From an optimization exercise on the open Yosys and OpenROAD flow, aimed at small area, a short achievable clock period and few clock cycles per item; shortcuts taken in it are not production practice. Function not checked in this run: the RTL went through the layout flow alone.

## constraint.sdc

```tcl
create_clock -name core_clock -period 80.0 [get_ports {clk}]
set_input_delay 16.0000 -clock core_clock [delete_from_list [all_inputs] [get_ports {clk}]]
set_output_delay 16.0000 -clock core_clock [all_outputs]
set_load 0.01 [all_outputs]
```

## config.mk

```make
export PLATFORM = sky130hd
export DESIGN_NAME = hlp_crc
export DESIGN_NICKNAME = hlp_crc
export VERILOG_FILES = /design/flow/design.v
export SDC_FILE = /design/flow/constraint.sdc
export NUM_CORES = 4
export LEC_CHECK = 0
export CAP_MARGIN = 20
export CORE_MARGIN = 2
export CORE_UTILIZATION = 40
export SLEW_MARGIN = 20
```

## run.sh

```bash
#!/bin/bash
# synth_recipe.tcl (not shown) runs the flow's synth.tcl, then flattens the netlist and writes it again
# the make line also repeats each setting of config.mk as NAME=value (left out here)
make -C /OpenROAD-flow-scripts/flow DESIGN_CONFIG=/design/flow/config.mk WORK_HOME=/design/flow/orfs CLKGATE_MAP_FILE= SYNTH_SCRIPT=/design/flow/synth_recipe.tcl finish
```

## design.v

```verilog
module hlp_crc (
    input  wire         clk,
    input  wire         rst,
    input  wire         req_valid,
    output wire         req_ready,
    input  wire [63:0]  req_b,
    input  wire [9:0]   req_tag,
    input  wire [255:0] req_data,
    output wire         rsp_valid,
    input  wire         rsp_ready,
    output wire [63:0]  rsp_data,
    output wire [9:0]   rsp_tag
);
    localparam [63:0] ERR_BAD_ARG = 64'h8000_0010_0000_0009;
    localparam [1:0] S_IDLE = 2'd0;    
    localparam [1:0] S_HALF = 2'd1;    
    localparam [1:0] S_NEXT = 2'd2;    
    localparam [1:0] S_RSP  = 2'd3;    
    reg  [1:0]  state;
    reg  [9:0]  tag_q;
    reg  [63:0] result_q;
    reg  [9:0]  left_q;      
    reg  [31:0] crc_q;       
    reg  [2:0]  prof_q;
    reg         bad_q;
    assign req_ready = (state == S_HALF);
    assign rsp_valid = (state == S_RSP);
    assign rsp_data  = result_q;
    assign rsp_tag   = tag_q;
    function [5:0] p_width(input [2:0] p);
        case (p)
            3'd2, 3'd3: p_width = 6'd16;
            3'd4:       p_width = 6'd24;
            3'd5:       p_width = 6'd8;
            default:    p_width = 6'd32;
        endcase
    endfunction
    function [31:0] p_poly(input [2:0] p);
        case (p)
            3'd1:       p_poly = 32'h1EDC_6F41;
            3'd2, 3'd3: p_poly = 32'h0000_1021;
            3'd4:       p_poly = 32'h0086_4CFB;
            3'd5:       p_poly = 32'h0000_0007;
            default:    p_poly = 32'h04C1_1DB7;
        endcase
    endfunction
    function [31:0] p_init(input [2:0] p);
        case (p)
            3'd2:       p_init = 32'h0000_FFFF;
            3'd3, 3'd5: p_init = 32'h0000_0000;
            3'd4:       p_init = 32'h00B7_04CE;
            default:    p_init = 32'hFFFF_FFFF;
        endcase
    endfunction
    function p_refl(input [2:0] p);
        p_refl = (p == 3'd0) || (p == 3'd1) || (p == 3'd3);
    endfunction
    function [31:0] p_xorout(input [2:0] p);
        case (p)
            3'd0, 3'd1, 3'd6: p_xorout = 32'hFFFF_FFFF;
            default:          p_xorout = 32'h0000_0000;
        endcase
    endfunction
    function [31:0] rev32(input [31:0] x);
        integer k;
        for (k = 0; k < 32; k = k + 1)
            rev32[k] = x[31 - k];
    endfunction
    function [31:0] wmask(input [5:0] w);
        wmask = (w == 6'd32) ? 32'hFFFF_FFFF : ((32'd1 << w) - 32'd1);
    endfunction
    wire [15:0] n_in    = req_b[15:0];
    wire [2:0]  prof_in = req_b[18:16];
    wire        n_bad   = (n_in == 16'd0) || (n_in > 16'd512);
    wire        first   = (state == S_IDLE);
    wire [2:0]  prof    = first ? prof_in : prof_q;
    wire [5:0]  w_in    = p_width(prof_in);
    wire [31:0] prev_in = (req_b[63:32] & wmask(w_in)) ^ (p_xorout(prof_in) & wmask(w_in));
    wire [31:0] start_x = req_b[19] ? prev_in : p_init(prof_in);
    wire [31:0] start_r = p_refl(prof_in) ? rev32(start_x) : (start_x << (6'd32 - w_in));
    wire [31:0] crc_in  = first ? start_r : crc_q;
    wire [9:0]  left    = first ? (n_bad ? 10'd0 : n_in[9:0]) : left_q;
    wire [9:0]  left_nx = (left > 10'd16) ? left - 10'd16 : 10'd0;
    wire [127:0] half   = (state == S_HALF) ? req_data[255:128] : req_data[127:0];
    wire [31:0] poly_al = p_poly(prof) << (6'd32 - p_width(prof));
    wire        refl    = p_refl(prof);
    reg  [31:0] crc_nx;
    reg  [7:0]  byte_v;
    reg         fb;
    integer     j, b;
    always @(*) begin
        crc_nx = crc_in;
        byte_v = 8'd0;
        fb     = 1'b0;
        for (j = 0; j < 16; j = j + 1) begin
            if (j < left) begin
                byte_v = half[8*j +: 8];
                for (b = 0; b < 8; b = b + 1) begin
                    fb = crc_nx[31] ^ (refl ? byte_v[b] : byte_v[7 - b]);
                    crc_nx = {crc_nx[30:0], 1'b0} ^ (fb ? poly_al : 32'd0);
                end
            end
        end
    end
    wire [5:0]  w_q     = p_width(prof_q);
    wire [31:0] out_raw = p_refl(prof_q) ? rev32(crc_nx) : (crc_nx >> (6'd32 - w_q));
    wire [31:0] out_crc = (out_raw ^ p_xorout(prof_q)) & wmask(w_q);
    always @(posedge clk) begin
        if (rst) begin
            state <= S_IDLE;
        end else begin
            case (state)
                S_IDLE, S_NEXT: if (req_valid) begin
                    if (first) begin
                        tag_q  <= req_tag;
                        prof_q <= prof_in;
                        bad_q  <= n_bad || (prof_in == 3'd7);
                    end
                    crc_q  <= crc_nx;
                    left_q <= left_nx;
                    state  <= S_HALF;
                end
                S_HALF: if (req_valid) begin
                    if (left <= 10'd16) begin
                        result_q <= bad_q ? ERR_BAD_ARG : {32'd0, out_crc};
                        state    <= S_RSP;
                    end else begin
                        crc_q  <= crc_nx;
                        left_q <= left_nx;
                        state  <= S_NEXT;
                    end
                end
                S_RSP: if (rsp_ready)
                    state <= S_IDLE;
                default: state <= S_IDLE;
            endcase
        end
    end
endmodule
```

==> impl_metrics.ini <==
[sta]
timing_worst_slew_pin_value_ns = 1.214
relSlewSlack_pct = 18.24
final.period_utilization_pct = 97.48
setup_violations = 0
drv_slew = 0
hold_viol = 0
finClkSkew_ns = 0.009828
fmax_ghz = 0.01282
period_needed_ns = 77.98

[critical_path]
startpoint_type = input port
reg2reg_from = state[0]
critPathLaunch = req_b[16]
critPathMaxFanout = 27
path_class = input port to register
crit_top_cell = xnor2_1
arrival_ns = 78.08
max_stage_delay_ns = 0.81
crit_path_top_delay_cell = xnor3_4
crit_required_ns = 80.10
cp-end-kind = register

[global_route]
antenna_found_initial = 22
grt_max_degree = 109
grt_pass1_vias = 84210
grt_pass1_wl_um = 578700
overflow = 0
grt_use_total_pct = 34.74

[floorplanning]
rows = 170
ios = 410
start_util_pct = 40.17
die-area_um2 = 218800
coreArea_um2 = 214200
die_h_um = 467.8
die_w_um = 467.8

[status]
status = no timing/DRC/antenna violations

[cts]
root_buffer = clkbuf_16
clock_latency_ns = 0.35
clk_pin_slew_ns = 0.07
cts.sinks = 91
cts-htree-levels = 3
cts_hold_buf = 0
clock_path_buffers = 2
cts_tree = yes
numCtsBuffers = 9

[route]
dr_total_vias = 90670
finalWirelength_um = 400200
wire_per_inst_um = 27.54
drtIter0Drc = 12680
drt-pass1-iter-count = 8
drc = 0
ant_nets = 0
avgViaCountPerCell = 6.239

[synthesis]
synth-edff-count = 89
ys.flop_type = edfxtp_1
ys_warn_count = 1
ys_ff_latch = 91
synth_cell_type_count = 196
netlist_instances = 11960
syn_avg_cell_area_um2 = 7.191
ys_async_sr_fraction_pct = 0
syn_area_um2 = 86030
yosysSeqAreaShare_pct = 3.153

[layout]
drive_gt1_share_pct = 12.05
final_nets = 12030
stdcell_count = 14530
layout_commonest_cell = xnor2_1
area_growth_pct = 5.176
layout_common_cells = 2491 x xnor2_1, 2254 x nor2_1, 1059 x nand2_1

[place]
dp_hpwl_um = 287800
place_congestion = 0.9998
portBuffers = 367
dp_cells = 14490

[worst_hold_path]
min_from = left_q[9]
worstHoldPathType = register to register

[job]
cap_viol_max_count = 0
## flip-flops by register name (all words and copies together), names as in the netlist
| signal | count |
|---|---|
| result_q | 33 |
| crc_q | 32 |
| left_q | 10 |
| tag_q | 10 |
| prof_q | 3 |
| state | 2 |
| bad_q | 1 |
## final timing paths
path                  end  slack, ns  cells past startpoint
min             left_q[9]       0.76                      2
max reg2reg  result_q[10]      16.91                    198
min reg2reg     left_q[9]       0.76                      2
max          result_q[10]       2.02                    194
## metrics by stage
step / util [%] / instance area, um^2 / worst slack, ns / hold slack (ns) / setup TNS, ns
after floorplan: - / 86140 / 13.85 / 0.5160 / 0
after global placement: 41.92 / 89800 / 0.9278 / 0.6714 / 0
after detailed placement: 41.92 / 89800 / -0.2656 / 0.7378 / -0.3771
after CTS: 42.07 / 90120 / 0.2125 / 0.7574 / 0
after global routing: 42.24 / 90480 / -0.03308 / 0.8386 / -0.05911
final: 42.24 / 90480 / 2.016 / 0.7570 / 0
## cell families after synthesis
logic type	Yosys count	share of synthesized area, %
simple gates	4514	23.58
buf+inv	1151	8.732
flops	91	3.153
xor+xnor	3224	37.84
mux	347	6.206
other cells	1	0.004359
compound gates	2626	20.33
fa+ha+maj	10	0.1454
## Yosys cell counts, drive strengths merged (19+ instances only)
cell type,number,area share [%]
a2111oi,19,0.31
a211o,36,0.38
a211oi,81,0.80
a21boi,22,0.20
a21o,43,0.39
a21oi,790,4.9
a221oi,26,0.29
a22o,19,0.20
a22oi,98,0.90
a31oi,119,0.99
a32oi,24,0.24
and2,100,0.80
and3,86,0.68
and4,19,0.22
buf,354,2.8
clkbuf,730,5.6
edfxtp,89,3.1
inv,59,0.26
mux2,36,0.51
mux2i,188,2.3
mux4,123,3.4
nand2,1105,5.0
nand2b,49,0.37
nand3,200,1.2
nand4,59,0.46
nor2,2344,11
nor3,244,1.6
nor4,40,0.34
o211a,24,0.28
o211ai,97,0.88
o21a,66,0.61
o21ai,671,4.1
o221ai,27,0.27
o22ai,167,1.3
o31ai,53,0.52
o32ai,26,0.28
or2,53,0.39
or3,89,0.70
or4,25,0.25
xnor2,2628,28
xnor3,176,4.7
xor2,400,4.5
xor3,20,0.56
## area by class of cell
class                           count  area [um^2]
Tap cell                         2838         3551
Clock inverter                      7        88.84
Fill cell                       21820       123700
Multi-Input combinational cell  10750        76830
Clock buffer                        9        225.2
Timing Repair Buffer              775         6847
Sequential cell                    91         2713
Inverter                           59        224.0
Antenna cell                        3        7.507
## repair_timing
item	CTS	global route
setup endpoints to repair	1	64
buffers inserted	0	20
pin swaps	0	5
cloned	0	0
gates resized for setup	1	36
## critical path: cells and delay by family
kind / cells / cell delay [ns]
compound gates: 51 / 13.81
xor+xnor: 68 / 25.16
fa+ha+maj: 1 / 0.52
buf+inv: 11 / 3.83
mux: 10 / 3.55
simple gates: 53 / 14.94
## layer usage
| layer | share of wire, % | GRT usage (%) |
|---|---|---|
| met1 | 39 | 46.28 |
| met2 | 42 | 52.29 |
| met3 | 11 | 6.049 |
| met4 | 7.2 | 20.48 |
| met5 | 0.036 | 0 |

what the ideal ports hide:
Ports are ideal in the flow. The routed layout listed here was re-timed in OpenROAD.
Step 1 (the two cells are an assumption about what drives the block):
set clk [get_ports {clk}]
set_driving_cell -lib_cell sky130_fd_sc_hd__clkbuf_16 $clk
set_driving_cell -lib_cell sky130_fd_sc_hd__buf_2 [delete_from_list [all_inputs] $clk]
Step 2 also shifts input and output timing later by t, the mid clock arrival at the registers, as if the neighbouring blocks saw the same clock.
Three values: ideal ports, drivers, drivers and shift; two values: the first two.
t (ns): 0.401
slack for setup (ns): 2.016 / 2.042 / 1.640
latest minus earliest clock arrival (ns): 0.011 / 0.011
pins driven straight from the clock port: 1
After both steps this run still meets setup and hold. For this run, drivers alone change the setup slack by +0.026 ns; drivers and shift together by -0.376 ns.
